This design comes from an exercise in tuning for small area, a short achievable clock period and few clock cycles per item on the open sky130 flow, not from production work. Function was checked by simulation only, so behaviour that the tests miss may differ from the original.

<file path="flow/run.sh">
#!/bin/bash
# The standard layout (the standard.sh: ORFS synthesis to finish), with
# these changes in how it is made:
#  - the port buffers that global placement inserts on every input and
#    output are the smallest buffer (buf_1) instead of clkdlybuf4s50_1;
#  - clock tree synthesis inserts no dummy loads;
#  - after floorplanning, the flip-flops of the round state (st) get a
#    stronger drive (same cell type, dfxtp_1 -> dfxtp_4): they drive the
#    InvMixColumns network at the start of the critical loop.
# ORFS writes each step's full log under orfs/logs/; make's output goes to
# flow_*.log and the resizing step's to upsize.log, all in this folder.
set -euo pipefail
export BUFFER_PORTS_ARGS="-buffer_cell sky130_fd_sc_hd__buf_1"
export CTS_ARGS="-sink_clustering_enable -repair_clock_nets -dont_use_dummy_load"
bash standard.sh floorplan > flow_floorplan.log 2>&1
odb=orfs/results/$FLOW_PLATFORM/kw_unwrap/base/2_floorplan.odb
ODB=$odb openroad -no_init -exit flow/upsize.tcl > upsize.log 2>&1
bash standard.sh finish > flow_finish.log 2>&1
</file>
<file path="design.v">
module aes_sbox (
    input  wire [7:0] a,
    output wire [7:0] y
);
    wire t0, t1, t2, t3, t4, t5, t6, t7, t8, t9, t10, t11, t12, t13, t14, t15, t16, t17, t18, t19, t20, t21, t22, t23, t24, t25, t26, t27, t28, t29, t30, M1, M2, M3, M4, M5, M6, M7, M8, M9, M10, M11, M12, M13, M14, M15, M16, M17, M18, M19, M20, M21, M22, M23, M46, M47, M48, M49, M50, M51, M52, M53, M54, M55, M56, M57, M58, M59, M60, M61, M62, M63, b0, b1, b2, b3, b4, b5, b6, b7, b8, b9, b10, b11, b12, b13, b14, b15, b16, b17, b18, b19, b20, b21, b22, b23, b24, b25, b26, b27, b28, b29, b30, b31, b32, b33, b34, b35, b36, M37, M38, M39, M40, M41, M42, M43, M44, M45;
    sx2 g0 (.a(a[1]), .b(a[3]), .y(t0));
    sx2 g1 (.a(a[5]), .b(a[6]), .y(t1));
    sx2 g2 (.a(a[2]), .b(a[7]), .y(t2));
    sx2 g3 (.a(a[0]), .b(t1), .y(t3));
    sx2 g4 (.a(a[4]), .b(a[7]), .y(t4));
    sx2 g5 (.a(t0), .b(t4), .y(t5));
    sx2 g6 (.a(a[6]), .b(t0), .y(t6));
    sx2 g7 (.a(a[5]), .b(t2), .y(t7));
    sx2 g8 (.a(a[2]), .b(a[4]), .y(t8));
    sx2 g9 (.a(a[2]), .b(a[5]), .y(t9));
    sx2 g10 (.a(a[1]), .b(a[4]), .y(t10));
    sx2 g11 (.a(a[1]), .b(a[7]), .y(t11));
    sx2 g12 (.a(a[0]), .b(a[2]), .y(t12));
    sx2 g13 (.a(t2), .b(t10), .y(t13));
    sx2 g14 (.a(a[4]), .b(t2), .y(t14));
    sx2 g15 (.a(a[1]), .b(t2), .y(t15));
    sx2 g16 (.a(t1), .b(t8), .y(t16));
    sx2 g17 (.a(t0), .b(t9), .y(t17));
    sx2 g18 (.a(a[3]), .b(t7), .y(t18));
    sx2 g19 (.a(a[0]), .b(t5), .y(t19));
    sx2 g20 (.a(a[4]), .b(t7), .y(t20));
    sx2 g21 (.a(t1), .b(t5), .y(t21));
    sx2 g22 (.a(t3), .b(t15), .y(t22));
    sx2 g23 (.a(t6), .b(t14), .y(t23));
    sx2 g24 (.a(t0), .b(t7), .y(t24));
    sx2 g25 (.a(a[2]), .b(t6), .y(t25));
    sx2 g26 (.a(t0), .b(t16), .y(t26));
    sx2 g27 (.a(t6), .b(t12), .y(t27));
    sx2 g28 (.a(a[7]), .b(t3), .y(t28));
    sx2 g29 (.a(a[1]), .b(t3), .y(t29));
    sx2 g30 (.a(a[4]), .b(t3), .y(t30));
    snand2 g31 (.a(t13), .b(t5), .y(M1));
    snand2 g32 (.a(t22), .b(t19), .y(M2));
    sxn2 g33 (.a(t23), .b(M1), .y(M3));
    snand2 g34 (.a(t30), .b(a[0]), .y(M4));
    sx2 g35 (.a(M4), .b(M1), .y(M5));
    snand2 g36 (.a(t11), .b(t17), .y(M6));
    snand2 g37 (.a(t29), .b(t3), .y(M7));
    sxn2 g38 (.a(t18), .b(M6), .y(M8));
    snand2 g39 (.a(t28), .b(t27), .y(M9));
    sx2 g40 (.a(M9), .b(M6), .y(M10));
    snand2 g41 (.a(t4), .b(t25), .y(M11));
    snand2 g42 (.a(t8), .b(t20), .y(M12));
    sx2 g43 (.a(M12), .b(M11), .y(M13));
    snand2 g44 (.a(t2), .b(t21), .y(M14));
    sx2 g45 (.a(M14), .b(M11), .y(M15));
    sxn2 g46 (.a(M3), .b(M2), .y(M16));
    sx2 g47 (.a(M5), .b(t26), .y(M17));
    sxn2 g48 (.a(M8), .b(M7), .y(M18));
    sx2 g49 (.a(M10), .b(M15), .y(M19));
    sx2 g50 (.a(M16), .b(M13), .y(M20));
    sx2 g51 (.a(M17), .b(M15), .y(M21));
    sx2 g52 (.a(M18), .b(M13), .y(M22));
    sx2 g53 (.a(M19), .b(t24), .y(M23));
    gf16_inv_0000_000000000 u_inv (.d({M23, M22, M21, M20}), .m({M45, M44, M43, M42, M41, M40, M39, M38, M37}));
    snand2 g54 (.a(M44), .b(t5), .y(M46));
    snand2 g55 (.a(M40), .b(t19), .y(M47));
    snand2 g56 (.a(M39), .b(a[0]), .y(M48));
    snand2 g57 (.a(M43), .b(t17), .y(M49));
    snand2 g58 (.a(M38), .b(t3), .y(M50));
    snand2 g59 (.a(M37), .b(t27), .y(M51));
    snand2 g60 (.a(M42), .b(t25), .y(M52));
    snand2 g61 (.a(M45), .b(t20), .y(M53));
    snand2 g62 (.a(M41), .b(t21), .y(M54));
    snand2 g63 (.a(M44), .b(t13), .y(M55));
    snand2 g64 (.a(M40), .b(t22), .y(M56));
    snand2 g65 (.a(M39), .b(t30), .y(M57));
    snand2 g66 (.a(M43), .b(t11), .y(M58));
    snand2 g67 (.a(M38), .b(t29), .y(M59));
    snand2 g68 (.a(M37), .b(t28), .y(M60));
    snand2 g69 (.a(M42), .b(t4), .y(M61));
    snand2 g70 (.a(M45), .b(t8), .y(M62));
    snand2 g71 (.a(M41), .b(t2), .y(M63));
    sx2 g72 (.a(M56), .b(M61), .y(b0));
    sxn2 g73 (.a(M62), .b(b0), .y(b1));
    sx2 g74 (.a(M46), .b(M49), .y(b2));
    sx2 g75 (.a(M54), .b(M58), .y(b3));
    sx2 g76 (.a(M50), .b(M53), .y(b4));
    sx2 g77 (.a(M48), .b(M60), .y(b5));
    sx2 g78 (.a(M51), .b(M59), .y(b6));
    sx2 g79 (.a(M47), .b(M50), .y(b7));
    sxn2 g80 (.a(M55), .b(b7), .y(b8));
    sx2 g81 (.a(M46), .b(M52), .y(b9));
    sxn2 g82 (.a(M61), .b(b6), .y(b10));
    sxn2 g83 (.a(M62), .b(b10), .y(b11));
    sx2 g84 (.a(b3), .b(b5), .y(b12));
    sxn2 g85 (.a(M55), .b(b1), .y(b13));
    sx2 g86 (.a(M48), .b(M51), .y(b14));
    sx2 g87 (.a(M61), .b(M63), .y(b15));
    sx2 g88 (.a(M48), .b(M58), .y(b16));
    sx2 g89 (.a(M49), .b(M52), .y(b17));
    sxn2 g90 (.a(M57), .b(b2), .y(b18));
    sx2 g91 (.a(M47), .b(M53), .y(b19));
    sx2 g92 (.a(b2), .b(b8), .y(b20));
    sx2 g93 (.a(b8), .b(b14), .y(b21));
    sx2 g94 (.a(b9), .b(b15), .y(b22));
    sx2 g95 (.a(b2), .b(b16), .y(b23));
    sxn2 g96 (.a(b12), .b(b22), .y(b24));
    sxn2 g97 (.a(b11), .b(b23), .y(b25));
    sx2 g98 (.a(b1), .b(b21), .y(b26));
    sx2 g99 (.a(b4), .b(b17), .y(b27));
    sx2 g100 (.a(b1), .b(b12), .y(b28));
    sx2 g101 (.a(b4), .b(b11), .y(b29));
    sx2 g102 (.a(b9), .b(b19), .y(b30));
    sx2 g103 (.a(b1), .b(b20), .y(b31));
    sx2 g104 (.a(b4), .b(b18), .y(b32));
    sxn2 g105 (.a(b13), .b(b30), .y(b33));
    sx2 g106 (.a(b28), .b(b32), .y(b34));
    sxn2 g107 (.a(b3), .b(b29), .y(b35));
    sx2 g108 (.a(b13), .b(b27), .y(b36));
    assign y[7] = b36;
    assign y[6] = b33;
    assign y[5] = b24;
    assign y[4] = b31;
    assign y[3] = b26;
    assign y[2] = b34;
    assign y[1] = b35;
    assign y[0] = b25;
endmodule
module sx2 (input wire a, input wire b, output wire y);
    assign y = a ^ b;
endmodule
module sxn2 (input wire a, input wire b, output wire y);
    assign y = ~(a ^ b);
endmodule
module snand2 (input wire a, input wire b, output wire y);
    assign y = ~(a & b);
endmodule
module snor2 (input wire a, input wire b, output wire y);
    assign y = ~(a | b);
endmodule
module skx (input wire a, input wire g, input wire s, output wire y);
    assign y = a ^ (g & s);
endmodule
module gf16_inv_0000_000000000 (
    input  wire [3:0] d,
    output wire [8:0] m
);
    assign m[0] = (d[0] & d[1]) | (d[1] & ~d[3]) | (d[0] & ~d[2] & d[3]) | (d[0] & d[2] & ~d[3]);
    assign m[1] = (d[1] & d[2]) | (~d[0] & d[1]) | (d[0] & d[2] & d[3]) | (d[0] & ~d[1] & ~d[2] & ~d[3]);
    assign m[2] = (~d[1] & d[3]) | (d[2] & d[3]) | (~d[0] & d[1] & d[2]) | (d[0] & ~d[1] & d[2]);
    assign m[3] = (~d[2] & d[3]) | (d[0] & d[3]) | (d[0] & d[1] & d[2]) | (~d[0] & ~d[1] & d[2] & ~d[3]);
    assign m[4] = (~d[0] & d[1] & ~d[3]) | (~d[1] & ~d[2] & d[3]) | (~d[0] & d[1] & d[2]) | (d[0] & ~d[1] & ~d[2]) | (d[0] & ~d[2] & d[3]) | (~d[0] & d[2] & ~d[3]);
    assign m[5] = (d[0] & d[1] & ~d[2]) | (~d[1] & d[2] & d[3]) | (~d[0] & ~d[1] & d[3]) | (d[0] & d[1] & ~d[3]) | (d[1] & ~d[2] & ~d[3]) | (~d[0] & d[2] & d[3]);
    assign m[6] = (d[0] & ~d[1]) | (d[0] & ~d[2]) | (~d[0] & d[1] & d[3]);
    assign m[7] = (~d[0] & d[2]) | (d[2] & ~d[3]) | (d[1] & ~d[2] & d[3]);
    assign m[8] = (~d[1] & d[2] & d[3]) | (d[0] & d[1] & ~d[3]) | (d[0] & ~d[1] & ~d[2]) | (~d[0] & d[2] & ~d[3]);
endmodule
module gf16_inv_0000_111110011 (
    input  wire [3:0] d,
    output wire [8:0] m
);
    assign m[0] = (~d[0] & ~d[1]) | (~d[0] & d[3]) | (~d[1] & ~d[2] & ~d[3]) | (~d[1] & d[2] & d[3]);
    assign m[1] = (~d[0] & ~d[1]) | (d[0] & d[1] & ~d[2]) | (~d[1] & ~d[2] & d[3]) | (~d[1] & d[2] & ~d[3]);
    assign m[2] = (d[1] & ~d[2]) | (~d[2] & ~d[3]) | (~d[0] & ~d[1] & ~d[3]) | (d[0] & d[1] & ~d[3]);
    assign m[3] = (~d[2] & ~d[3]) | (~d[0] & d[1] & ~d[3]) | (~d[0] & d[2] & d[3]) | (d[0] & ~d[1] & ~d[3]);
    assign m[4] = (d[0] & d[2]) | (~d[1] & d[2] & d[3]) | (d[0] & d[1] & ~d[3]) | (~d[0] & d[1] & ~d[2] & d[3]) | (~d[0] & ~d[1] & ~d[2] & ~d[3]);
    assign m[5] = (d[0] & d[1] & ~d[2]) | (~d[1] & d[2] & d[3]) | (~d[0] & ~d[1] & d[3]) | (d[0] & d[1] & ~d[3]) | (d[1] & ~d[2] & ~d[3]) | (~d[0] & d[2] & d[3]);
    assign m[6] = (d[0] & ~d[1]) | (d[0] & ~d[2]) | (~d[0] & d[1] & d[3]);
    assign m[7] = (~d[2] & ~d[3]) | (~d[1] & ~d[2]) | (d[0] & d[2] & d[3]);
    assign m[8] = (d[1] & d[3]) | (~d[0] & ~d[2]) | (d[0] & ~d[1] & d[2] & ~d[3]);
endmodule
module aes_inv_sbox (
    input  wire [7:0] a,
    output wire [7:0] y
);
    wire t0, t1, t2, t3, t4, t5, t6, t7, t8, t9, t10, t11, t12, t13, t14, t15, t16, t17, t18, t19, t20, t21, t22, t23, t24, t25, t26, t27, t28, t29, M1, M2, M3, M4, M5, M6, M7, M8, M9, M10, M11, M12, M13, M14, M15, M16, M17, M18, M19, M20, M21, M22, M23, M46, M47, M48, M49, M50, M51, M52, M53, M54, M55, M56, M57, M58, M59, M60, M61, M62, M63, b0, b1, b2, b3, b4, b5, b6, b7, b8, b9, b10, b11, b12, b13, b14, b15, b16, b17, b18, b19, b20, b21, b22, b23, b24, b25, b26, b27, b28, b29, b30, b31, b32, b33, b34, b35, b36, b37, b38, b39, M37, M38, M39, M40, M41, M42, M43, M44, M45;
    sx2 g0 (.a(a[4]), .b(a[6]), .y(t0));
    sx2 g1 (.a(a[0]), .b(a[1]), .y(t1));
    sx2 g2 (.a(a[3]), .b(a[4]), .y(t2));
    sx2 g3 (.a(a[3]), .b(a[6]), .y(t3));
    sx2 g4 (.a(a[2]), .b(a[7]), .y(t4));
    sx2 g5 (.a(t0), .b(t1), .y(t5));
    sx2 g6 (.a(a[6]), .b(a[7]), .y(t6));
    sx2 g7 (.a(a[7]), .b(t0), .y(t7));
    sx2 g8 (.a(t1), .b(t3), .y(t8));
    sx2 g9 (.a(a[0]), .b(a[7]), .y(t9));
    sx2 g10 (.a(a[1]), .b(a[2]), .y(t10));
    sx2 g11 (.a(a[0]), .b(a[5]), .y(t11));
    sx2 g12 (.a(a[0]), .b(a[3]), .y(t12));
    sx2 g13 (.a(a[1]), .b(a[5]), .y(t13));
    sx2 g14 (.a(a[2]), .b(a[5]), .y(t14));
    sxn2 g15 (.a(a[4]), .b(a[7]), .y(t15));
    sx2 g16 (.a(a[5]), .b(t4), .y(t16));
    sx2 g17 (.a(t1), .b(t2), .y(t17));
    sx2 g18 (.a(t1), .b(t6), .y(t18));
    sxn2 g19 (.a(t3), .b(t9), .y(t19));
    sx2 g20 (.a(t2), .b(t10), .y(t20));
    sx2 g21 (.a(a[5]), .b(t2), .y(t21));
    sx2 g22 (.a(a[0]), .b(t2), .y(t22));
    sx2 g23 (.a(t0), .b(t11), .y(t23));
    sxn2 g24 (.a(t3), .b(t13), .y(t24));
    sxn2 g25 (.a(t0), .b(t14), .y(t25));
    sxn2 g26 (.a(t4), .b(t5), .y(t26));
    sx2 g27 (.a(t4), .b(t8), .y(t27));
    sxn2 g28 (.a(a[5]), .b(t5), .y(t28));
    sx2 g29 (.a(a[3]), .b(t7), .y(t29));
    snor2 g30 (.a(t18), .b(t25), .y(M1));
    snor2 g31 (.a(t15), .b(t7), .y(M2));
    sxn2 g32 (.a(t27), .b(M1), .y(M3));
    snor2 g33 (.a(t5), .b(t16), .y(M4));
    sx2 g34 (.a(M4), .b(M1), .y(M5));
    snand2 g35 (.a(t17), .b(t24), .y(M6));
    snor2 g36 (.a(t0), .b(t22), .y(M7));
    sx2 g37 (.a(t23), .b(M6), .y(M8));
    snor2 g38 (.a(t8), .b(t28), .y(M9));
    sxn2 g39 (.a(M9), .b(M6), .y(M10));
    snand2 g40 (.a(t2), .b(t26), .y(M11));
    snor2 g41 (.a(t29), .b(t20), .y(M12));
    sxn2 g42 (.a(M12), .b(M11), .y(M13));
    snor2 g43 (.a(t6), .b(t19), .y(M14));
    sxn2 g44 (.a(M14), .b(M11), .y(M15));
    sx2 g45 (.a(M3), .b(M2), .y(M16));
    sxn2 g46 (.a(M5), .b(t12), .y(M17));
    sx2 g47 (.a(M8), .b(M7), .y(M18));
    sx2 g48 (.a(M10), .b(M15), .y(M19));
    sx2 g49 (.a(M16), .b(M13), .y(M20));
    sx2 g50 (.a(M17), .b(M15), .y(M21));
    sx2 g51 (.a(M18), .b(M13), .y(M22));
    sxn2 g52 (.a(M19), .b(t21), .y(M23));
    gf16_inv_0000_111110011 u_inv (.d({M23, M22, M21, M20}), .m({M45, M44, M43, M42, M41, M40, M39, M38, M37}));
    snor2 g53 (.a(M44), .b(t25), .y(M46));
    snor2 g54 (.a(M40), .b(t7), .y(M47));
    snor2 g55 (.a(M39), .b(t16), .y(M48));
    snand2 g56 (.a(M43), .b(t24), .y(M49));
    snor2 g57 (.a(M38), .b(t22), .y(M50));
    snor2 g58 (.a(M37), .b(t28), .y(M51));
    snand2 g59 (.a(M42), .b(t26), .y(M52));
    snor2 g60 (.a(M45), .b(t20), .y(M53));
    snor2 g61 (.a(M41), .b(t19), .y(M54));
    snor2 g62 (.a(M44), .b(t18), .y(M55));
    snor2 g63 (.a(M40), .b(t15), .y(M56));
    snor2 g64 (.a(M39), .b(t5), .y(M57));
    snand2 g65 (.a(M43), .b(t17), .y(M58));
    snor2 g66 (.a(M38), .b(t0), .y(M59));
    snor2 g67 (.a(M37), .b(t8), .y(M60));
    snand2 g68 (.a(M42), .b(t2), .y(M61));
    snor2 g69 (.a(M45), .b(t29), .y(M62));
    snor2 g70 (.a(M41), .b(t6), .y(M63));
    sx2 g71 (.a(M52), .b(M61), .y(b0));
    sx2 g72 (.a(M50), .b(b0), .y(b1));
    sxn2 g73 (.a(M54), .b(M58), .y(b2));
    sx2 g74 (.a(M62), .b(b2), .y(b3));
    sx2 g75 (.a(M59), .b(b1), .y(b4));
    sx2 g76 (.a(M48), .b(M56), .y(b5));
    sx2 g77 (.a(M47), .b(M60), .y(b6));
    sx2 g78 (.a(b5), .b(b6), .y(b7));
    sx2 g79 (.a(M57), .b(M63), .y(b8));
    sx2 g80 (.a(M46), .b(M51), .y(b9));
    sxn2 g81 (.a(M49), .b(b7), .y(b10));
    sx2 g82 (.a(M51), .b(M59), .y(b11));
    sx2 g83 (.a(M48), .b(M59), .y(b12));
    sx2 g84 (.a(M55), .b(M63), .y(b13));
    sx2 g85 (.a(M49), .b(M58), .y(b14));
    sxn2 g86 (.a(M58), .b(b5), .y(b15));
    sxn2 g87 (.a(M49), .b(b11), .y(b16));
    sxn2 g88 (.a(M55), .b(M61), .y(b17));
    sx2 g89 (.a(M46), .b(b12), .y(b18));
    sx2 g90 (.a(b8), .b(b15), .y(b19));
    sx2 g91 (.a(M47), .b(b9), .y(b20));
    sx2 g92 (.a(M53), .b(b14), .y(b21));
    sx2 g93 (.a(b0), .b(b16), .y(b22));
    sx2 g94 (.a(b0), .b(b18), .y(b23));
    sx2 g95 (.a(M53), .b(b9), .y(b24));
    sx2 g96 (.a(M54), .b(b13), .y(b25));
    sx2 g97 (.a(b8), .b(b17), .y(b26));
    sx2 g98 (.a(M57), .b(b3), .y(b27));
    sx2 g99 (.a(b10), .b(b25), .y(b28));
    sx2 g100 (.a(M62), .b(b21), .y(b29));
    sx2 g101 (.a(b1), .b(b10), .y(b30));
    sx2 g102 (.a(b19), .b(b24), .y(b31));
    sx2 g103 (.a(b3), .b(b22), .y(b32));
    sx2 g104 (.a(b3), .b(b20), .y(b33));
    sx2 g105 (.a(b3), .b(b23), .y(b34));
    sx2 g106 (.a(b4), .b(b28), .y(b35));
    sx2 g107 (.a(b4), .b(b31), .y(b36));
    sx2 g108 (.a(b4), .b(b33), .y(b37));
    sx2 g109 (.a(b4), .b(b29), .y(b38));
    sx2 g110 (.a(b27), .b(b30), .y(b39));
    assign y[7] = b32;
    assign y[6] = b35;
    assign y[5] = b39;
    assign y[4] = b34;
    assign y[3] = b36;
    assign y[2] = b37;
    assign y[1] = b38;
    assign y[0] = b26;
endmodule
module aes_inv_mixcol (
    input  wire [31:0] c,
    output wire [31:0] y
);
    wire m0, m1, m2, m3, m4, m5, m6, m7, m8, m9, m10, m11, m12, m13, m14, m15, m16, m17, m18, m19, m20, m21, m22, m23, m24, m25, m26, m27, m28, m29, m30, m31, m32, m33, m34, m35, m36, m37, m38, m39, m40, m41, m42, m43, m44, m45, m46, m47, m48, m49, m50, m51, m52, m53, m54, m55, m56, m57, m58, m59, m60, m61, m62, m63, m64, m65, m66, m67, m68, m69, m70, m71, m72, m73, m74, m75, m76, m77, m78, m79, m80, m81, m82, m83, m84, m85, m86, m87, m88, m89, m90, m91, m92, m93, m94, m95, m96, m97, m98, m99, m100, m101, m102, m103, m104, m105, m106, m107, m108, m109, m110, m111, m112, m113, m114, m115, m116, m117, m118, m119, m120, m121, m122, m123, m124, m125, m126, m127, m128, m129, m130, m131, m132, m133, m134, m135, m136, m137, m138, m139, m140, m141, m142, m143, m144, m145, m146, m147, m148, m149, m150, m151, m152, m153, m154, m155, m156, m157, m158, m159, m160, m161, m162, m163, m164, m165, m166, m167, m168, m169, m170, m171, m172, m173, m174, m175;
    sx2 x0 (.a(c[5]), .b(c[21]), .y(m0));
    sx2 x1 (.a(c[13]), .b(c[29]), .y(m1));
    sx2 x2 (.a(c[6]), .b(c[22]), .y(m2));
    sx2 x3 (.a(c[14]), .b(c[30]), .y(m3));
    sx2 x4 (.a(m0), .b(m1), .y(m4));
    sx2 x5 (.a(c[15]), .b(c[31]), .y(m5));
    sx2 x6 (.a(c[23]), .b(c[27]), .y(m6));
    sx2 x7 (.a(c[7]), .b(c[11]), .y(m7));
    sx2 x8 (.a(c[18]), .b(m3), .y(m8));
    sx2 x9 (.a(c[26]), .b(m2), .y(m9));
    sx2 x10 (.a(c[8]), .b(m4), .y(m10));
    sx2 x11 (.a(c[4]), .b(c[20]), .y(m11));
    sx2 x12 (.a(c[0]), .b(c[16]), .y(m12));
    sx2 x13 (.a(c[1]), .b(c[17]), .y(m13));
    sx2 x14 (.a(c[3]), .b(c[19]), .y(m14));
    sx2 x15 (.a(c[9]), .b(c[25]), .y(m15));
    sx2 x16 (.a(c[12]), .b(c[28]), .y(m16));
    sx2 x17 (.a(c[2]), .b(c[10]), .y(m17));
    sx2 x18 (.a(m6), .b(m7), .y(m18));
    sx2 x19 (.a(m5), .b(m14), .y(m19));
    sx2 x20 (.a(m8), .b(m9), .y(m20));
    sx2 x21 (.a(c[23]), .b(c[24]), .y(m21));
    sx2 x22 (.a(c[24]), .b(m12), .y(m22));
    sx2 x23 (.a(m4), .b(m15), .y(m23));
    sx2 x24 (.a(c[15]), .b(m13), .y(m24));
    sx2 x25 (.a(m11), .b(m16), .y(m25));
    sx2 x26 (.a(m18), .b(m19), .y(m26));
    sx2 x27 (.a(m17), .b(m20), .y(m27));
    sx2 x28 (.a(m10), .b(m22), .y(m28));
    sx2 x29 (.a(c[7]), .b(c[31]), .y(m29));
    sx2 x30 (.a(c[3]), .b(c[31]), .y(m30));
    sx2 x31 (.a(c[7]), .b(c[15]), .y(m31));
    sx2 x32 (.a(m2), .b(m21), .y(m32));
    sx2 x33 (.a(c[31]), .b(m3), .y(m33));
    sx2 x34 (.a(m13), .b(m30), .y(m34));
    sx2 x35 (.a(c[19]), .b(m24), .y(m35));
    sx2 x36 (.a(c[23]), .b(m25), .y(m36));
    sx2 x37 (.a(c[7]), .b(c[8]), .y(m37));
    sx2 x38 (.a(m3), .b(m11), .y(m38));
    sx2 x39 (.a(c[10]), .b(m11), .y(m39));
    sx2 x40 (.a(m14), .b(m15), .y(m40));
    sx2 x41 (.a(m2), .b(m29), .y(m41));
    sx2 x42 (.a(c[2]), .b(m16), .y(m42));
    sx2 x43 (.a(m2), .b(m16), .y(m43));
    sx2 x44 (.a(m3), .b(m31), .y(m44));
    sx2 x45 (.a(m5), .b(m12), .y(m45));
    sx2 x46 (.a(m0), .b(m5), .y(m46));
    sx2 x47 (.a(c[17]), .b(m17), .y(m47));
    sx2 x48 (.a(m0), .b(m18), .y(m48));
    sx2 x49 (.a(m8), .b(m42), .y(m49));
    sx2 x50 (.a(m1), .b(m19), .y(m50));
    sx2 x51 (.a(m7), .b(m34), .y(m51));
    sx2 x52 (.a(m9), .b(m39), .y(m52));
    sx2 x53 (.a(m23), .b(m52), .y(m53));
    sx2 x54 (.a(m23), .b(m49), .y(m54));
    sx2 x55 (.a(c[5]), .b(c[12]), .y(m55));
    sx2 x56 (.a(c[14]), .b(c[21]), .y(m56));
    sx2 x57 (.a(c[13]), .b(c[28]), .y(m57));
    sx2 x58 (.a(c[6]), .b(c[30]), .y(m58));
    sx2 x59 (.a(c[6]), .b(c[21]), .y(m59));
    sx2 x60 (.a(c[1]), .b(c[9]), .y(m60));
    sx2 x61 (.a(c[12]), .b(c[29]), .y(m61));
    sx2 x62 (.a(c[21]), .b(c[28]), .y(m62));
    sx2 x63 (.a(c[15]), .b(c[26]), .y(m63));
    sx2 x64 (.a(c[5]), .b(c[29]), .y(m64));
    sx2 x65 (.a(c[10]), .b(c[25]), .y(m65));
    sx2 x66 (.a(c[7]), .b(c[14]), .y(m66));
    sx2 x67 (.a(c[22]), .b(c[30]), .y(m67));
    sx2 x68 (.a(c[13]), .b(c[30]), .y(m68));
    sx2 x69 (.a(c[16]), .b(c[24]), .y(m69));
    sx2 x70 (.a(c[10]), .b(c[18]), .y(m70));
    sx2 x71 (.a(c[0]), .b(c[25]), .y(m71));
    sx2 x72 (.a(c[6]), .b(c[14]), .y(m72));
    sx2 x73 (.a(c[0]), .b(c[15]), .y(m73));
    sx2 x74 (.a(c[2]), .b(c[11]), .y(m74));
    sx2 x75 (.a(c[1]), .b(c[16]), .y(m75));
    sx2 x76 (.a(c[0]), .b(c[17]), .y(m76));
    sx2 x77 (.a(c[9]), .b(c[16]), .y(m77));
    sx2 x78 (.a(c[27]), .b(m2), .y(m78));
    sx2 x79 (.a(m21), .b(m37), .y(m79));
    sx2 x80 (.a(c[22]), .b(m66), .y(m80));
    sx2 x81 (.a(c[12]), .b(m6), .y(m81));
    sx2 x82 (.a(c[25]), .b(m37), .y(m82));
    sx2 x83 (.a(m1), .b(m67), .y(m83));
    sx2 x84 (.a(c[20]), .b(m6), .y(m84));
    sx2 x85 (.a(c[20]), .b(m55), .y(m85));
    sx2 x86 (.a(m6), .b(m17), .y(m86));
    sx2 x87 (.a(m1), .b(m29), .y(m87));
    sx2 x88 (.a(c[4]), .b(m62), .y(m88));
    sx2 x89 (.a(c[2]), .b(m60), .y(m89));
    sx2 x90 (.a(c[23]), .b(m12), .y(m90));
    sx2 x91 (.a(c[20]), .b(m57), .y(m91));
    sx2 x92 (.a(c[13]), .b(m59), .y(m92));
    sx2 x93 (.a(c[4]), .b(m61), .y(m93));
    sx2 x94 (.a(c[22]), .b(m64), .y(m94));
    sx2 x95 (.a(c[29]), .b(m56), .y(m95));
    sx2 x96 (.a(m13), .b(m71), .y(m96));
    sx2 x97 (.a(c[5]), .b(m68), .y(m97));
    sx2 x98 (.a(c[9]), .b(m3), .y(m98));
    sx2 x99 (.a(m15), .b(m75), .y(m99));
    sx2 x100 (.a(m21), .b(m76), .y(m100));
    sx2 x101 (.a(c[4]), .b(m7), .y(m101));
    sx2 x102 (.a(m7), .b(m63), .y(m102));
    sx2 x103 (.a(m6), .b(m74), .y(m103));
    sx2 x104 (.a(c[1]), .b(m65), .y(m104));
    sx2 x105 (.a(m8), .b(m102), .y(m105));
    sx2 x106 (.a(m8), .b(m47), .y(m106));
    sx2 x107 (.a(m79), .b(m89), .y(m107));
    sx2 x108 (.a(m33), .b(m40), .y(m108));
    sx2 x109 (.a(m38), .b(m94), .y(m109));
    sx2 x110 (.a(m32), .b(m73), .y(m110));
    sx2 x111 (.a(m41), .b(m69), .y(m111));
    sx2 x112 (.a(m4), .b(m24), .y(m112));
    sx2 x113 (.a(m4), .b(m22), .y(m113));
    sx2 x114 (.a(m9), .b(m45), .y(m114));
    sx2 x115 (.a(m33), .b(m90), .y(m115));
    sx2 x116 (.a(m31), .b(m83), .y(m116));
    sx2 x117 (.a(m47), .b(m98), .y(m117));
    sx2 x118 (.a(m70), .b(m78), .y(m118));
    sx2 x119 (.a(m38), .b(m92), .y(m119));
    sx2 x120 (.a(m33), .b(m100), .y(m120));
    sx2 x121 (.a(m41), .b(m96), .y(m121));
    sx2 x122 (.a(m32), .b(m82), .y(m122));
    sx2 x123 (.a(m43), .b(m95), .y(m123));
    sx2 x124 (.a(m46), .b(m80), .y(m124));
    sx2 x125 (.a(m43), .b(m97), .y(m125));
    sx2 x126 (.a(m32), .b(m77), .y(m126));
    sx2 x127 (.a(m46), .b(m58), .y(m127));
    sx2 x128 (.a(m72), .b(m87), .y(m128));
    sx2 x129 (.a(m45), .b(m104), .y(m129));
    sx2 x130 (.a(m44), .b(m99), .y(m130));
    sx2 x131 (.a(m34), .b(m84), .y(m131));
    sx2 x132 (.a(m9), .b(m103), .y(m132));
    sx2 x133 (.a(m23), .b(m120), .y(m133));
    sx2 x134 (.a(m36), .b(m127), .y(m134));
    sx2 x135 (.a(m114), .b(m117), .y(m135));
    sx2 x136 (.a(m36), .b(m128), .y(m136));
    sx2 x137 (.a(m35), .b(m81), .y(m137));
    sx2 x138 (.a(m26), .b(m109), .y(m138));
    sx2 x139 (.a(m25), .b(m124), .y(m139));
    sx2 x140 (.a(m20), .b(m129), .y(m140));
    sx2 x141 (.a(m50), .b(m85), .y(m141));
    sx2 x142 (.a(m10), .b(m121), .y(m142));
    sx2 x143 (.a(m35), .b(m132), .y(m143));
    sx2 x144 (.a(m48), .b(m93), .y(m144));
    sx2 x145 (.a(m10), .b(m110), .y(m145));
    sx2 x146 (.a(m86), .b(m108), .y(m146));
    sx2 x147 (.a(m10), .b(m111), .y(m147));
    sx2 x148 (.a(c[28]), .b(m51), .y(m148));
    sx2 x149 (.a(m50), .b(m88), .y(m149));
    sx2 x150 (.a(m10), .b(m130), .y(m150));
    sx2 x151 (.a(m112), .b(m126), .y(m151));
    sx2 x152 (.a(m40), .b(m105), .y(m152));
    sx2 x153 (.a(m20), .b(m107), .y(m153));
    sx2 x154 (.a(m51), .b(m118), .y(m154));
    sx2 x155 (.a(m26), .b(m119), .y(m155));
    sx2 x156 (.a(m36), .b(m116), .y(m156));
    sx2 x157 (.a(m26), .b(m125), .y(m157));
    sx2 x158 (.a(m35), .b(m101), .y(m158));
    sx2 x159 (.a(m48), .b(m91), .y(m159));
    sx2 x160 (.a(m106), .b(m122), .y(m160));
    sx2 x161 (.a(m10), .b(m115), .y(m161));
    sx2 x162 (.a(m44), .b(m113), .y(m162));
    sx2 x163 (.a(m26), .b(m123), .y(m163));
    sx2 x164 (.a(m28), .b(m152), .y(m164));
    sx2 x165 (.a(m28), .b(m154), .y(m165));
    sx2 x166 (.a(m27), .b(m149), .y(m166));
    sx2 x167 (.a(m53), .b(m148), .y(m167));
    sx2 x168 (.a(m53), .b(m137), .y(m168));
    sx2 x169 (.a(m27), .b(m141), .y(m169));
    sx2 x170 (.a(m27), .b(m159), .y(m170));
    sx2 x171 (.a(m27), .b(m144), .y(m171));
    sx2 x172 (.a(m28), .b(m143), .y(m172));
    sx2 x173 (.a(m54), .b(m158), .y(m173));
    sx2 x174 (.a(m54), .b(m131), .y(m174));
    sx2 x175 (.a(m28), .b(m146), .y(m175));
    assign y[0] = m147;
    assign y[1] = m133;
    assign y[2] = m140;
    assign y[3] = m172;
    assign y[4] = m174;
    assign y[5] = m166;
    assign y[6] = m138;
    assign y[7] = m134;
    assign y[8] = m162;
    assign y[9] = m142;
    assign y[10] = m153;
    assign y[11] = m175;
    assign y[12] = m167;
    assign y[13] = m171;
    assign y[14] = m157;
    assign y[15] = m136;
    assign y[16] = m145;
    assign y[17] = m150;
    assign y[18] = m135;
    assign y[19] = m165;
    assign y[20] = m173;
    assign y[21] = m169;
    assign y[22] = m155;
    assign y[23] = m139;
    assign y[24] = m161;
    assign y[25] = m151;
    assign y[26] = m160;
    assign y[27] = m164;
    assign y[28] = m168;
    assign y[29] = m170;
    assign y[30] = m163;
    assign y[31] = m156;
endmodule
module kw_unwrap (
    input  wire         clk,
    input  wire         rst,       
    input  wire         start,     
    input  wire [127:0] kek,       
    input  wire [191:0] wrapped,   
    output wire         busy,
    output wire         done,      
    output wire         ok,        
    output wire [127:0] key        
);
    localparam [63:0] KW_IV = 64'hA6A6A6A6A6A6A6A6;
    reg         busy_r;
    reg         done_r;
    reg         kexp;     
    reg         first;    
    reg         step12;   
    reg [3:0]   rnd;      
    reg [3:0]   t;        
    reg [127:0] st;       
    reg [63:0]  ro;       
    reg [127:0] rk;       
    reg [127:0] kl;       
    wire accept = start && !busy_r;
    genvar gb, gc, gr;
    wire last   = !kexp && (rnd == 4'd0);
    assign busy = busy_r;
    assign done = done_r;
    assign ok   = (st[127:64] == KW_IV);
    assign key  = {st[63:0], ro};
    wire [31:0]  w0 = rk[127:96];
    wire [31:0]  w1 = rk[95:64];
    wire [31:0]  w2 = rk[63:32];
    wire [31:0]  w3 = rk[31:0];
    wire [31:0]  v3 = w3 ^ w2;    
    wire [31:0]  v2 = w2 ^ w1;
    wire [31:0]  v1 = w1 ^ w0;
    wire [31:0]  rot = {v3[23:0], v3[31:24]};
    wire [31:0]  sw_out;
    generate
        for (gb = 0; gb < 4; gb = gb + 1) begin : g_sbox
            aes_sbox u_sbox (.a(rot[8*gb +: 8]), .y(sw_out[8*gb +: 8]));
        end
    endgenerate
    wire [9:0]   rd = {rnd == 4'd9, rnd == 4'd8, rnd == 4'd7, rnd == 4'd6, rnd == 4'd5,
                       rnd == 4'd4, rnd == 4'd3, rnd == 4'd2, rnd == 4'd1, rnd == 4'd0};
    wire [7:0]   rcon = {rd[7], rd[6], rd[5] | rd[9], rd[4] | rd[8] | rd[9],
                         rd[3] | rd[8], rd[2] | rd[9], rd[1] | rd[8] | rd[9], rd[0] | rd[8]};
    wire [31:0]  temp = sw_out ^ {rcon, 24'h000000};
    wire [31:0]  n0 = w0 ^ temp;
    wire         fin = kexp && (rnd == 4'd9);    
    wire [31:0]  n2 = v2 ^ n0;
    wire [127:0] key_step = {n0, v1 ^ (temp & {32{kexp}}), v2 ^ (n0 & {32{kexp}}),
                             v3 ^ (n2 & {32{fin}})};
    wire [127:0] key_prev = {n0, v1, v2, v3};
    wire [127:0] blk = (step12 ? {kl[127:64] ^ 64'd12, kl[63:0]}
                               : {st[127:64] ^ {60'd0, t}, ro}) ^ rk;
    wire [127:0] imc;
    generate
        for (gc = 0; gc < 4; gc = gc + 1) begin : g_imc
            aes_inv_mixcol u_imc (.c(st[32*gc +: 32]), .y(imc[32*gc +: 32]));
        end
    endgenerate
    wire [127:0] x = first ? blk : imc;
    wire [127:0] isr;
    generate
        for (gc = 0; gc < 4; gc = gc + 1) begin : g_col
            for (gr = 0; gr < 4; gr = gr + 1) begin : g_row
                assign isr[127 - 8*(gr + 4*((gc + gr) % 4)) -: 8] =
                       x[127 - 8*(gr + 4*gc) -: 8];
            end
        end
    endgenerate
    wire [127:0] isb;
    generate
        for (gb = 0; gb < 16; gb = gb + 1) begin : g_isbox
            aes_inv_sbox u_isbox (.a(isr[8*gb +: 8]), .y(isb[8*gb +: 8]));
        end
    endgenerate
    wire [127:0] ark = isb ^ key_prev;
    always @(posedge clk) begin
        if (rst) begin
            busy_r <= 1'b0;
            done_r <= 1'b0;
            kexp   <= 1'b0;
            first  <= 1'b0;
            step12 <= 1'b0;
        end else begin
            done_r <= 1'b0;
            if (accept) begin
                busy_r <= 1'b1;
                kexp   <= 1'b1;
                first  <= 1'b0;
                step12 <= 1'b1;
                rnd    <= 4'd0;
                t      <= 4'd12;
            end else if (busy_r) begin
                if (kexp) begin
                    if (rnd == 4'd9) begin
                        kexp  <= 1'b0;
                        first <= 1'b1;
                    end else begin
                        rnd <= rnd + 4'd1;
                    end
                end else begin
                    first <= (rnd == 4'd0) && (t != 4'd1);
                    if (rnd == 4'd0) begin
                        rnd    <= 4'd9;
                        t      <= t - 4'd1;
                        step12 <= 1'b0;
                        if (t == 4'd1) begin
                            busy_r <= 1'b0;
                            done_r <= 1'b1;
                        end
                    end else begin
                        rnd <= rnd - 4'd1;
                    end
                end
            end
        end
    end
    always @(posedge clk) begin
        if (accept)
            rk <= {kek[127:32], kek[63:32] ^ kek[31:0]};
        else if (last)
            rk <= kl;
        else
            rk <= key_step;
    end
    always @(posedge clk) begin
        if (accept)
            kl <= {wrapped[191:128], wrapped[63:0]};
        else if (first && step12)
            kl <= rk;
    end
    always @(posedge clk) begin
        st <= ark;
        if (accept)
            ro <= wrapped[127:64];
        else if (first && !step12)
            ro <= st[63:0];
    end
endmodule
</file>
<file path="flow/upsize.tcl">
# Give the state flip-flops st[*] the 4x drive version of their cell.
read_db $::env(ODB)
set db [ord::get_db]
set block [[$db getChip] getBlock]
set n 0
foreach inst [$block getInsts] {
  set name [$inst getName]
  set m [[$inst getMaster] getName]
  if {[string first "st\\\[" $name] == 0 && $m eq "sky130_fd_sc_hd__dfxtp_1"} {
    $inst swapMaster [$db findMaster sky130_fd_sc_hd__dfxtp_4]
    incr n
  }
}
puts "resized $n flip-flops"
write_db $::env(ODB)
</file>
<file path="config.mk">
export PLATFORM = sky130hd
export DESIGN_NAME = kw_unwrap
export DESIGN_NICKNAME = kw_unwrap
export VERILOG_FILES = /design/flow/design.v
export SDC_FILE = /design/flow/constraint.sdc
export NUM_CORES = 8
export LEC_CHECK = 0
export CAP_MARGIN = 20
export CORE_MARGIN = 2
export CORE_UTILIZATION = 24
export PLACE_DENSITY = 0.75
export SETUP_SLACK_MARGIN = 1.65
export SLEW_MARGIN = 20
export SYNTH_HIERARCHICAL = 1
</file>
<file path="standard.sh">
#!/bin/bash
# synth_recipe.tcl (not shown) runs the flow's synth.tcl, then flattens the netlist and writes it again
# the make line also repeats each setting of config.mk as NAME=value (left out here)
make -C /OpenROAD-flow-scripts/flow DESIGN_CONFIG=/design/flow/config.mk WORK_HOME=/design/flow/orfs CLKGATE_MAP_FILE= SYNTH_SCRIPT=/design/flow/synth_recipe.tcl "${@:-finish}"
</file>
<file path="constraint.sdc">
create_clock -name core_clock -period 8.0 [get_ports {clk}]
set_input_delay 1.6000 -clock core_clock [delete_from_list [all_inputs] [get_ports {clk}]]
set_output_delay 1.6000 -clock core_clock [all_outputs]
set_load 0.01 [all_outputs]
</file>
==> impl_metrics.env, run 1 <==
export IMPL_avgViaCountPerCell=4.73
export IMPL_rsz0062_at_grt="true"
export IMPL_die_height_um=483
export IMPL_r2r_setup_slack_ps=1630
export IMPL_dpl_cell_area_mm2=0.0585
export IMPL_skew_ps=82.9
export IMPL_syn_area_per_cell_um2=8.30
export IMPL_wl_met1_mm=90.3
export IMPL_io_buffers=453
export IMPL_postCtsHoldBufs=0
export IMPL_dr_pass1_iters=6
export IMPL_cts_buffer_depth=3
export IMPL_die_area_mm2=0.234
export IMPL_final_area_mm2=0.0643
export IMPL_drcViolationCount=0
export IMPL_hpwlAfterDp_mm=189
export IMPL_synth_edff_count=200
export IMPL_nNetsFinal=7154
export IMPL_grt_pass1_vias=44000
export IMPL_drtIter0Drc=4487
export IMPL_critPathMaxFanout=7
export IMPL_fin_ws_ps=1630
export IMPL_synthesis_area_mm2=0.0552
export IMPL_wl_met2_mm=103
export IMPL_wl_met3_mm=17.9
export IMPL_grt_pass1_wl_mm=319
export IMPL_cp_arrival_ps=6870
export IMPL_cts_buffers=59
export IMPL_grt_total_usage_pct=18.8
export IMPL_dp_cells=9671
export IMPL_syn_nets=6976
export IMPL_vias=46600
export IMPL_wire_per_inst_um=23.7
export IMPL_status="complete, no violations"
export IMPL_cp_start_kind="flip-flop"
export IMPL_synth_seq_cells=461
export IMPL_crit_path_end_kind="flip-flop"
export IMPL_fin_setup_tns_ps=0
export IMPL_fmax_ghz=0.157
export IMPL_initial_core_util_pct=24.2
export IMPL_highest_layer="met5"
export IMPL_ant_nets=0
export IMPL_setup_violations=0
export IMPL_ys_warn_count=7
export IMPL_drive_gt1_share_pct=15.2
export IMPL_multi_input_area_mm2=0.0434
export IMPL_worst_setup_path_type="reg2reg"
export IMPL_register_area_mm2=0.0117
export IMPL_maxSlewHeadroom_pct=28.7
export IMPL_path_clk_slew_ps=70
export IMPL_synth_seq_area_share_pct=20.4
export IMPL_post_route_period_util_pct=79.6
export IMPL_hold_viol_final=0
export IMPL_clk_insertion_delay_late_ps=720
export IMPL_rows=175
export IMPL_post_route_util_pct=28.2
export IMPL_grt_max_degree=185
export IMPL_ys_async_sr_fraction_pct=0
export IMPL_final_common_cell="xor2_1"
export IMPL_dieWidth_um=483
export IMPL_max_cap_violations=0
export IMPL_tightest_slew_ps=1060
export IMPL_min_period_ps=6370
export IMPL_cts_tree="built"
export IMPL_drv_slew=0
export IMPL_core_area_mm2=0.228
export IMPL_synth_cell_types=71
export IMPL_layout_cells_non_filler=9837
export IMPL_syn_inst=6646
export IMPL_cts_root_buf="clkbuf_16"
export IMPL_required_ps=8500
export IMPL_boundaryPins=454
export IMPL_area_growth_pct=16.6
export IMPL_ys_flop_type="dfxtp_1"
export IMPL_fillers=24000
export IMPL_overflow=0
export IMPL_wirelength_mm=233
export IMPL_dp_slack_ps=558
export IMPL_antenna_found_initial=24
export IMPL_clock_sinks=461
export IMPL_holdCritPathClass="reg2reg"
export IMPL_gp_congestion=1.04
export IMPL_ctsHtreeMaxLevel=2
export IMPL_final_cell_mix="xor2_1 (1827), nand2_1 (951), xnor2_1 (681)"
synth_stat cells (27+ instances only):
cell | number | area (um^2)
dfxtp_1 | 261 | 5230
nor2_1 | 505 | 1900
mux2i_1 | 131 | 1310
o21ai_0 | 67 | 335
xnor2_1 | 759 | 6650
edfxtp_1 | 200 | 6010
clkbuf_1 | 105 | 394
mux2_2 | 126 | 1420
nand2_1 | 954 | 3580
a31oi_1 | 29 | 181
buf_1 | 28 | 105
nand2b_1 | 57 | 357
a211oi_1 | 35 | 263
a21oi_1 | 239 | 1200
inv_1 | 40 | 150
nor2b_1 | 40 | 250
a21o_1 | 27 | 203
nand3b_1 | 38 | 285
o21ai_1 | 37 | 185
xor2_1 | 2103 | 18400
o22ai_1 | 31 | 194
buf_4 | 424 | 3180
cell type report:
class / count / area share (%)
flip-flops and latches: 461 / 18.2
well taps: 3009 / 5.86
inverters: 40 / 0.239
diodes: 6 / 0.0234
repair buffers: 704 / 5.78
clock buffers: 59 / 2.30
multi-input cells: 5558 / 67.6
registers in the layout, indices dropped and copies added, names as in the netlist, 4 cells and up:
| name | cells |
|---|---|
| st | 128 |
| rnd | 4 |
| kl | 128 |
| rk | 128 |
| t | 4 |
| ro | 64 |
worst paths after layout:
path              startpoint  endpoint  cells after the start
setup / recovery     st[111]    st[46]                     24
hold / removal        kl[25]    rk[25]                      2
setup reg to reg     st[111]    st[46]                     24
hold reg to reg       kl[25]    rk[25]                      2
per-module statistics from Yosys (local to each module, per instance):
module	copies in the design	flip-flops and latches	cell area (um^2)
kw_unwrap	1	461	25500
aes_inv_mixcol	4	0	240
gf16_inv_0000_111110011	16	0	235
gf16_inv_0000_000000000	4	0	233
aes_inv_sbox	16	0	60.1
aes_sbox	4	0	60.1
sx2	2048	0	8.76
sxn2	328	0	8.76
snand2	204	0	3.75
snor2	336	0	3.75
kinds of logic after synthesis:
logic type	count (synthesis)	share of synthesized area [%]
xor gates and xnor gates	2867	45.6
and+or+nand+nor	1744	13.4
AOI/OAI and AO/OA	683	8.12
buffers and inverters	627	7.31
DFF	461	20.4
muxes	257	4.95
adders and majority gates	7	0.159
metrics by stage:
stage                     hold WS (ps)
after detailed placement           500
after floorplan                    464
final                              537
after global routing               564
after CTS                          529
after global placement             501
metal layers:
| layer | vias to the layer above | GRT usage, % |
|---|---|---|
| met1 | 22500 | 22.9 |
| met4 | 18 | 14.2 |
| li1 | 21300 | - |
| met3 | 605 | 3.30 |
| met2 | 2175 | 29.5 |
| met5 | - | 0 |
worst max-delay path: stages (launching register included):
cell,delay [ps]
dfxtp_4,460
xor2_1,400
xor2_1,410
xor2_2,180
buf_4,180
xor2_2,340
mux2_2,310
xor2_1,160
buf_4,220
xor2_4,220
xnor2_1,190
nand2_1,180
xnor2_2,270
xor2_2,220
xnor2_2,170
nand2b_1,250
a21oi_1,100
a211oi_2,290
nand2_1,180
xor2_2,280
xor2_2,210
xor2_1,180
buf_4,160
xor2_1,320
xnor2_1,280
timing repair:
| item | CTS | global route |
|---|---|---|
| endpoints found under the setup margin | 181 | 167 |
| gates resized for setup | 168 | 291 |
| setup buffers | 34 | 67 |
| pin swaps | 19 | 73 |
Testbench counts, summed over its fixed seeds: cycles 67,072, items 512.
==> inputs of run 2 (changes only) <==
--- a/config.mk
+++ b/config.mk
@@ -7,7 +7,7 @@
 export LEC_CHECK = 0
 export CAP_MARGIN = 20
 export CORE_MARGIN = 2
-export CORE_UTILIZATION = 24
+export CORE_UTILIZATION = 25
 export PLACE_DENSITY = 0.75
 export SETUP_SLACK_MARGIN = 1.65
 export SLEW_MARGIN = 20
==> impl_metrics.env, run 2 <==
export IMPL_reg_top3="kl x128, rk x128, st x128"
export IMPL_synth_top_area_share_pct=33.4
export IMPL_yosysMostFrequentCell="xor2_1"
export IMPL_grt_total_usage_pct=19.6
export IMPL_grt_pass1_wl_mm=316
export IMPL_hpwlAfterDp_mm=188
export IMPL_rsz0062_at_grt="true"
export IMPL_holdCritPathClass="reg2reg"
export IMPL_antenna_found_initial=22
export IMPL_worstHoldStart="kl[25]"
export IMPL_wirelength_mm=233
export IMPL_min_period_ps=6500
export IMPL_boundaryPins=454
export IMPL_synth_seq_area_share_pct=20.4
export IMPL_nNetsFinal=7133
export IMPL_yosys_top_cells_count="xor2_1 (2103), nand2_1 (954), xnor2_1 (759), nor2_1 (505), buf_4 (424)"
export IMPL_ys_warn_count=7
export IMPL_fin_setup_tns_ps=0
export IMPL_hold_viol_final=0
export IMPL_cts_root_buf="clkbuf_16"
export IMPL_skew_ps=95.2
export IMPL_path_clk_slew_ps=60
export IMPL_register_area_mm2=0.0117
export IMPL_ys_flop_type="dfxtp_1"
export IMPL_core_area_mm2=0.220
export IMPL_ctsHtreeMaxLevel=2
export IMPL_cp_arrival_ps=7070
export IMPL_reg2reg_depth=23
export IMPL_final_common_cell="xor2_1"
export IMPL_maxSlewHeadroom_pct=22.9
export IMPL_required_ps=8570
export IMPL_r2r_end="st[45]"
export IMPL_gp_congestion=1.03
export IMPL_drcViolationCount=0
export IMPL_synth_cell_types=71
export IMPL_drtIter0Drc=4891
export IMPL_grt_pass1_vias=43800
export IMPL_worst_setup_path_type="reg2reg"
export IMPL_synth_top_area_cell="xor2_1"
export IMPL_fillers=23100
export IMPL_die_height_um=474
export IMPL_min_to="rk[25]"
export IMPL_ant_nets=0
export IMPL_wire_per_inst_um=24.1
export IMPL_synth_seq_cells=461
export IMPL_rows=172
export IMPL_syn_area_per_cell_um2=8.30
export IMPL_syn_inst=6646
export IMPL_final_cell_mix="xor2_1 (1818), nand2_1 (952), xnor2_1 (681)"
export IMPL_die_area_mm2=0.224
export IMPL_dpl_cell_area_mm2=0.0582
export IMPL_cp_start_kind="flip-flop"
export IMPL_final_area_mm2=0.0641
export IMPL_synth_area_leaders="xor2_1 (33%), xnor2_1 (12%), edfxtp_1 (11%)"
export IMPL_overflow=0
export IMPL_crit_path_end_kind="flip-flop"
export IMPL_rr_startpoint="st[107]"
export IMPL_critPathMaxFanout=12
export IMPL_cts_buffers=60
export IMPL_status="complete, no violations"
export IMPL_grt_max_degree=164
export IMPL_initial_core_util_pct=25.1
export IMPL_setup_violations=0
export IMPL_syn_nets=6976
export IMPL_clock_sinks=461
export IMPL_post_route_period_util_pct=81.2
export IMPL_tightest_slew_ps=1150
export IMPL_area_growth_pct=16.2
export IMPL_cts_tree="built"
export IMPL_vias=46300
export IMPL_hold_depth=2
export IMPL_dieWidth_um=474
export IMPL_max_cap_violations=0
export IMPL_drive_gt1_share_pct=15.2
export IMPL_avgViaCountPerCell=4.79
export IMPL_drv_slew=0
export IMPL_clk_insertion_delay_late_ps=720
export IMPL_multi_input_area_mm2=0.0436
export IMPL_dr_pass1_iters=8
export IMPL_fmax_ghz=0.154
export IMPL_ys_async_sr_fraction_pct=0
export IMPL_cts_buffer_depth=3
export IMPL_synthesis_area_mm2=0.0552
export IMPL_synth_edff_count=200
export IMPL_r2r_setup_slack_ps=1500
export IMPL_io_buffers=453
==> run 2: metrics by stage <==
step | instances | worst slack (ps) | hold WS [ps] | utilization, %
after floorplan | 6646 | 1730 | 464 | -
after global placement | 9519 | 624 | 481 | 26.5
after detailed placement | 9519 | 576 | 497 | 26.5
after CTS | 9619 | 1630 | 516 | 27.9
after global routing | 9672 | 1300 | 550 | 29.2
final | 9678 | 1500 | 525 | 29.2
==> run 2: area by class of cell <==
type / instances / share of cell area, %
clock buffer: 60 / 2.34
multi-input combinational: 5558 / 68.0
timing repair buffer: 682 / 5.50
tap: 2871 / 5.61
sequential: 461 / 18.3
inverter: 40 / 0.240
antenna: 6 / 0.0234
==> run 2: repair_timing <==
item | CTS | global route
setup buffers | 40 | 53
pin swaps | 20 | 59
hold buffers | 0 | 0
gates resized for setup | 170 | 312
setup endpoints to repair | 185 | 175
==> run 2: how the worst max path moves through the flow <==
stage / start / endpoint / cells past startpoint
floorplan: first / ro[0] / 5
global placement: st[109] / st[82] / 22
detailed placement: st[109] / st[82] / 22
CTS: st[29] / st[37] / 23
global route: st[107] / st[45] / 24
finish: st[107] / st[45] / 23
==> run 2: per-layer routing <==
metal	track usage [%]	wire (um)
met5	0	103
met4	16.0	22600
met3	3.88	20500
met2	30.0	101000
met1	23.7	88400
==> run 2: Yosys stat by module (local to each module, per instance), a selection <==
module | flip-flops and latches | cell area [um^2] | cells inside | times used
gf16_inv_0000_000000000 | 0 | 233 | 37 | 4
kw_unwrap | 461 | 25500 | 2718 | 1
snand2 | 0 | 3.75 | 1 | 204
snor2 | 0 | 3.75 | 1 | 336
aes_inv_sbox | 0 | 60.1 | 8 | 16
aes_inv_mixcol | 0 | 240 | 32 | 4
aes_sbox | 0 | 60.1 | 8 | 4
sxn2 | 0 | 8.76 | 1 | 328
sx2 | 0 | 8.76 | 1 | 2048
==> run 2: logic make-up (layout without fill, tap and decap cells) <==
family / count (synthesis) / after routing / synth area share (%)
other cells: 0 / 6 / 0
flops: 461 / 461 / 20.4
fa+ha+maj: 7 / 7 / 0.159
compound gates: 683 / 683 / 8.12
mux: 257 / 257 / 4.95
buf+inv: 627 / 782 / 7.31
xor+xnor: 2867 / 2867 / 45.6
simple gates: 1744 / 1744 / 13.4
==> run 2: worst max-delay path, stage by stage (launching register included) <==
cell	delay, ps
dfxtp_4	430
xor2_2	360
xor2_1	690
xor2_1	370
xor2_1	290
xor2_2	310
mux2_2	370
xor2_1	200
xnor2_1	120
nor2_1	240
xnor2_1	180
xor2_1	250
xor2_2	270
buf_4	230
a21oi_1	80
o21a_1	200
nor2_1	210
xor2_1	280
xor2_1	230
xnor2_1	210
xor2_1	240
xor2_1	240
xnor2_1	160
buf_4	170
==> inputs of run 3 (changes only) <==
--- a/config.mk
+++ b/config.mk
@@ -8,7 +8,7 @@
 export CAP_MARGIN = 20
 export CORE_MARGIN = 2
 export CORE_UTILIZATION = 25
-export PLACE_DENSITY = 0.75
+export GPL_ROUTABILITY_DRIVEN = 0
 export SETUP_SLACK_MARGIN = 1.65
 export SLEW_MARGIN = 20
 export SYNTH_HIERARCHICAL = 1
==> impl_metrics.env, run 3 <==
export IMPL_cp_arrival_ps=6970
export IMPL_critPathMostFrequentCell="xor2_1"
export IMPL_drcViolationCount=0
export IMPL_final_area_mm2=0.0643
export IMPL_holdCritPathClass="reg2reg"
export IMPL_reg_top3="kl x128, rk x128, st x128"
export IMPL_clock_sinks=461
export IMPL_cts_tree="built"
export IMPL_grt_pass1_vias=45900
export IMPL_wirelength_mm=236
export IMPL_worstHoldStart="kl[25]"
export IMPL_nNetsFinal=7144
export IMPL_rr_startpoint="st[70]"
export IMPL_ctsHtreeMaxLevel=2
export IMPL_ys_warn_count=7
export IMPL_drtIter0Drc=4943
export IMPL_yosys_top_cells_count="xor2_1 (2103), nand2_1 (954), xnor2_1 (759), nor2_1 (505), buf_4 (424)"
export IMPL_io_buffers=453
export IMPL_skew_ps=70.2
export IMPL_cts_buffer_depth=3
export IMPL_setup_violations=0
export IMPL_path_clk_slew_ps=60
export IMPL_synth_cell_types=71
export IMPL_post_route_period_util_pct=79.1
export IMPL_cp_slowest_cell="dfxtp_4"
export IMPL_synth_area_leaders="xor2_1 (33%), xnor2_1 (12%), edfxtp_1 (11%)"
export IMPL_fmax_ghz=0.158
export IMPL_hold_depth=2
export IMPL_avgViaCountPerCell=4.87
export IMPL_final_cell_mix="xor2_1 (1805), nand2_1 (953), xnor2_1 (671)"
export IMPL_die_area_mm2=0.224
export IMPL_maxSlewHeadroom_pct=16.6
export IMPL_synth_simple_gate_area_share_pct=13.4
export IMPL_ys_async_sr_fraction_pct=0
export IMPL_drv_slew=0
export IMPL_grt_max_degree=118
export IMPL_fin_setup_tns_ps=0
export IMPL_cp_start_kind="flip-flop"
export IMPL_rsz0062_at_grt="true"
export IMPL_synth_top_family_by_area="XOR/XNOR gates"
export IMPL_synth_seq_area_share_pct=20.4
export IMPL_core_area_mm2=0.220
export IMPL_synth_top_area_cell="xor2_1"
export IMPL_die_height_um=474
export IMPL_synth_compound_area_share_pct=8.12
export IMPL_min_period_ps=6330
export IMPL_synth_seq_cells=461
export IMPL_tightest_slew_ps=1240
export IMPL_synth_edff_count=200
export IMPL_ys_flop_type="dfxtp_1"
export IMPL_reg2reg_depth=27
export IMPL_grt_total_usage_pct=19.9
export IMPL_rows=172
export IMPL_area_growth_pct=16.7
export IMPL_dieWidth_um=474
export IMPL_yosysMostFrequentCell="xor2_1"
export IMPL_yosys_area_share_adder_pct=0.159
export IMPL_ant_nets=0
export IMPL_overflow=0
export IMPL_clk_insertion_delay_late_ps=710
export IMPL_final_common_cell="xor2_1"
export IMPL_wire_per_inst_um=24.3
export IMPL_r2r_setup_slack_ps=1670
export IMPL_syn_inst=6646
export IMPL_syn_area_per_cell_um2=8.30
export IMPL_synthesis_area_mm2=0.0552
export IMPL_dr_pass1_iters=6
export IMPL_status="complete, no violations"
export IMPL_synth_mux_area_fraction_pct=4.95
export IMPL_required_ps=8650
export IMPL_hold_viol_final=0
export IMPL_dpl_cell_area_mm2=0.0582
export IMPL_min_to="rk[25]"
export IMPL_hpwlAfterDp_mm=190
export IMPL_syn_nets=6976
export IMPL_worst_setup_path_type="reg2reg"
export IMPL_synth_top_area_share_pct=33.4
export IMPL_drive_gt1_share_pct=15.5
export IMPL_slowest_delay_ps=440
export IMPL_r2r_end="st[13]"
export IMPL_cts_buffers=60
export IMPL_critPathMaxFanout=6
export IMPL_synth_xor_area_share_pct=45.6
export IMPL_crit_path_end_kind="flip-flop"
export IMPL_initial_core_util_pct=25.1
export IMPL_max_cap_violations=0
export IMPL_boundaryPins=454
export IMPL_postCtsHoldBufs=0
export IMPL_cts_root_buf="clkbuf_16"
export IMPL_grt_pass1_wl_mm=326
export IMPL_vias=47300
export IMPL_antenna_found_initial=23
==> run 3: critical path: cells and delay by family, from the launching register on <==
kind	cells	cell delay, ps
DFF	1	440
AOI/OAI and AO/OA	2	350
and+or+nand+nor	2	280
buffers and inverters	5	890
muxes	1	270
xor gates and xnor gates	17	4020
==> run 3: worst max path at each step <==
stage / slack, ps / endpoint / from
5_1_grt: 1500 / st[82] / st[109]
6_report: 1670 / st[13] / st[70]
3_5_place_dp: 310 / st[54] / st[93]
3_3_place_gp: 500 / st[54] / st[93]
4_1_cts: 1650 / st[25] / st[13]
2_1_floorplan: 1730 / ro[0] / first
==> run 3: routing by layer <==
metal,up-vias,track usage (%),wire [um]
li1,21200,-,-
met1,23100,24.8,92400
met2,2336,30.7,103000
met3,573,4.37,21400
met4,10,13.4,19000
met5,-,0,55
==> run 3: what timing repair did <==
action,4_1_cts,5_1_grt
endpoints found under the setup margin,207,163
resized for setup,216,277
setup buffers,53,53
pin swaps,30,76
==> run 3: logic make-up after synthesis <==
kind of cell / after synthesis
mux: 257
xor+xnor: 2867
fa+ha+maj: 7
simple gates: 1744
flops: 461
buf+inv: 627
compound gates: 683
==> run 3: per-module statistics from Yosys (local to each module, per instance) <==
module | area, um^2 | times used | cells inside | flops+latches
aes_inv_mixcol | 240 | 4 | 32 | 0
aes_inv_sbox | 60.1 | 16 | 8 | 0
aes_sbox | 60.1 | 4 | 8 | 0
gf16_inv_0000_000000000 | 233 | 4 | 37 | 0
gf16_inv_0000_111110011 | 235 | 16 | 36 | 0
kw_unwrap | 25500 | 1 | 2718 | 461
snand2 | 3.75 | 204 | 1 | 0
snor2 | 3.75 | 336 | 1 | 0
sx2 | 8.76 | 2048 | 1 | 0
sxn2 | 8.76 | 328 | 1 | 0
==> run 3: stage by stage <==
step,util [%],hold slack [ps],cells,setup slack [ps]
5_1_grt,29.3,545,9685,1500
6_report,29.3,526,9695,1670
3_3_place_gp,26.5,497,9517,499
3_5_place_dp,26.5,512,9517,314
2_1_floorplan,-,464,6646,1730
4_1_cts,28.1,526,9630,1650
==> run 3: area by class of cell <==
cell class | count | area (um^2)
Fill cell | 23000 | 155000
Multi-Input combinational cell | 5558 | 43700
Sequential cell | 461 | 11700
Timing Repair Buffer | 693 | 3620
Tap cell | 2871 | 3590
Clock buffer | 60 | 1500
Inverter | 40 | 150
Antenna cell | 12 | 30.0

## what the ideal ports hide
The flow's constraints put no driver on any port. The routed layouts listed below were extracted and timed again, unchanged, in two steps. Step 1 (the two cells are an assumption about what drives the block):
set clk [get_ports {clk}]
set_driving_cell -lib_cell sky130_fd_sc_hd__clkbuf_16 $clk
set_driving_cell -lib_cell sky130_fd_sc_hd__buf_2 [delete_from_list [all_inputs] $clk]
Step 2 adds t to the input delays and takes it off the output delays; t is the mean of the earliest and latest rising clock arrival at the registers after step 1. Input paths then give back, and output paths get back, about the clock's delay inside the block. a / b / c = ideal ports / drivers / drivers and shift; a / b = the first two.
run	shift t [ns]	slack for setup (ns)	worst data-port slew with drivers (ns)
run 1	0.769	1.634 / 1.634 / 1.634	0.17
run 2	0.752	1.501 / 1.501 / 1.501	0.11
run 3	0.758	1.675 / 1.675 / 1.675	0.17
After both steps setup and hold are still met in every run listed.
